Context: an optimization exercise on an open-source flow, tuned for small area. The choices shown serve that exercise and are no tape-out recipe.
The RTL was checked by simulation tests, not by an equivalence proof against the original design.

==> inputs of run a <==
// flt_chain
module flt_chain (
    input  wire         clk,
    input  wire         rst,
    input  wire         in_valid,
    input  wire         in_restart,    
    input  wire         in_apply,      
    input  wire         in_g,
    input  wire [19:0]  in_value,
    input  wire [1:0]   cfg_rank,
    input  wire [2:0]   cfg_k,
    input  wire [1:0]   cfg_form,
    input  wire [4:0]   cfg_ntap,
    input  wire [4:0]   cfg_ref,
    input  wire [2:0]   cfg_dec,
    input  wire [287:0] cfg_coef,      
    input  wire [1:0]   cfg_dir,
    input  wire [19:0]  cfg_level,
    input  wire [18:0]  cfg_hyst,
    output reg          out_valid,
    output reg          out_g,
    output reg  [19:0]  out_value,
    output reg          out_blank,
    output reg          ev_valid,
    output reg          ev_falling,
    output reg  [31:0]  event_count,
    output reg  [31:0]  clip_count,
    output reg          sticky_clip,
    output reg          sticky_badset
);
==> flow/config.mk <==
export PLATFORM = sky130hd
export DESIGN_NAME = flt_chain
export DESIGN_NICKNAME = flt_chain
export VERILOG_FILES = /design/flow/design.v
export SDC_FILE = /design/flow/constraint.sdc
export NUM_CORES = 4
export LEC_CHECK = 0
export ABC_AREA = 1
export CAP_MARGIN = 15
export CORE_MARGIN = 2
export CORE_UTILIZATION = 50
export CTS_BUF_LIST = sky130_fd_sc_hd__clkbuf_4 sky130_fd_sc_hd__clkbuf_8
export SLEW_MARGIN = 15
==> flow/constraint.sdc <==
create_clock -name core_clock -period 25.0 [get_ports {clk}]
set_input_delay 5.0000 -clock core_clock [delete_from_list [all_inputs] [get_ports {clk}]]
set_output_delay 5.0000 -clock core_clock [all_outputs]
set_load 0.01 [all_outputs]
run.sh (not shown) runs the stock make flow with config.mk's settings and CLKGATE_MAP_FILE= SYNTH_SCRIPT=/design/flow/synth_recipe.tcl, a recipe that flattens the netlist after the stock synthesis.
==> run b: changes against run a <==
--- a/flow/design.v
+++ b/flow/design.v
@@ -440,20 +440,18 @@
                     blk_sat <= sat_all;
                     blk_g   <= g_all;
                 end
             end
         end
     end
     always @(posedge clk) begin
-        if (fin && q_enter && blk_end) begin
-            out_g      <= g_all;
-            out_value  <= d_val;
-            out_blank  <= !judge;
-            ev_falling <= ev_fall;
-        end
+        out_g      <= g_all;
+        out_value  <= d_val;
+        out_blank  <= !judge;
+        ev_falling <= ev_fall;
     end
     always @(posedge clk) begin
         if (rst) begin
             out_valid   <= 1'b0;
             ev_valid    <= 1'b0;
             event_count <= 32'd0;
             clip_count  <= 32'd0;
==> flow/flow/run.sh (new file) <==
#!/bin/bash
# The standard layout (standard.sh: ORFS synthesis to final layout) with the
# port buffers that global placement adds made of the smallest buffer cell
# instead of the cell buffer_ports picks by itself.  make's full output goes
# to flow_make.log here; ORFS keeps each step's log under orfs/logs/.
set -euo pipefail
export BUFFER_PORTS_ARGS="-buffer_cell sky130_fd_sc_hd__buf_1"
bash standard.sh finish > flow_make.log 2>&1
==> flow/standard.sh (new file) <==
#!/bin/bash
# synth_recipe.tcl (not shown) runs the flow's synth.tcl, then flattens the netlist and writes it again
# the make line also repeats each setting of config.mk as NAME=value (left out here)
make -C /OpenROAD-flow-scripts/flow DESIGN_CONFIG=/design/flow/config.mk WORK_HOME=/design/flow/orfs CLKGATE_MAP_FILE= SYNTH_SCRIPT=/design/flow/synth_recipe.tcl "${@:-finish}"
==> flow/config.mk (replaced) <==
export PLATFORM = sky130hd
export DESIGN_NAME = flt_chain
export DESIGN_NICKNAME = flt_chain
export VERILOG_FILES = /design/flow/design.v
export SDC_FILE = /design/flow/constraint.sdc
export NUM_CORES = 4
export LEC_CHECK = 0
export ABC_AREA = 1
export CAP_MARGIN = 15
export CORE_MARGIN = 2
export CORE_UTILIZATION = 45
export CTS_BUF_LIST = sky130_fd_sc_hd__clkbuf_4 sky130_fd_sc_hd__clkbuf_8
export SLEW_MARGIN = 15
removed: flow/run.sh
==> comparison <==
Of run a and run b, run a has the higher design area (gap about 3%, measured against run b).
In run a the core utilization is higher than in run b, by 7.0 points.
Of run a and run b, run a has the higher register-to-register slack (gap 130 ps).
Via count: run a is larger than run b (about 4%).
Against run a, the routed wire length of run b is smaller by about 7%.
Of run b and run a, run b has the higher die area (gap about 10%, measured against run a).
Between run a and run b, the lower sequential share of layout area is in run a (gap 0.79 points).
==> figures <==
Die outline width: run b 458.0 µm; run a 436.0 µm
Buffers excl. clock: run b 850; run a 837
Post-Synth Adder-Cell Area: run b 22.33%; run a 22.17%
WL met2: run b 178100 µm; run a 187100 µm
Xor/xnor cell area share of the yosys netlist: run b 7.905%; run a 7.876%
Vias/cell: run b 6.102; run a 6.421
End-of-flow core utilization: run b 50.67%; run a 57.71%
Placed Instances: run b 12.66k; run a 12.49k
Clk pin slew, worst setup/hold paths: run b 70 ps; run a 60 ps
Inverters excl. clock: run b 978; run a 1105
Worst Hold Path EP: run b q_thr[0]; run a q_level[16]
Max FO, Critical Path: run b 9; run a 8
Routed wire length per instance: run b 31.02 µm; run a 33.84 µm
Synth-to-Final Area Change: run b 11.91%; run a 14.70%
Outcome: run b complete, no violations; run a complete, no violations
Total number of placement rows: run b 166; run a 158

separate check: timing with driven ports:
How much do the figures lean on ideal ports? The routed layouts below were timed once more, with nothing changed but the port constraints. Step 1 sets driving cells, clkbuf_16 on the clock port and buf_2 on the other inputs (assumed; they add their load-dependent delay and slew). Step 2 moves the port delays by t, midway between the first and last clock arrival at a register: inputs arrive t later, outputs are due t later. That takes back most of the time a late clock gives input paths. Slacks: no drivers / after step 1 / after step 2; pairs: no drivers / after step 1.
run | t (ns) | setup WS [ns] | worst data-port slew with drivers (ns)
run a | 1.131 | 0.706 / 0.706 / 0.706 | 0.17
run b | 1.143 | 0.572 / 0.572 / 0.572 | 0.16
After both steps setup and hold are still met in every run listed.
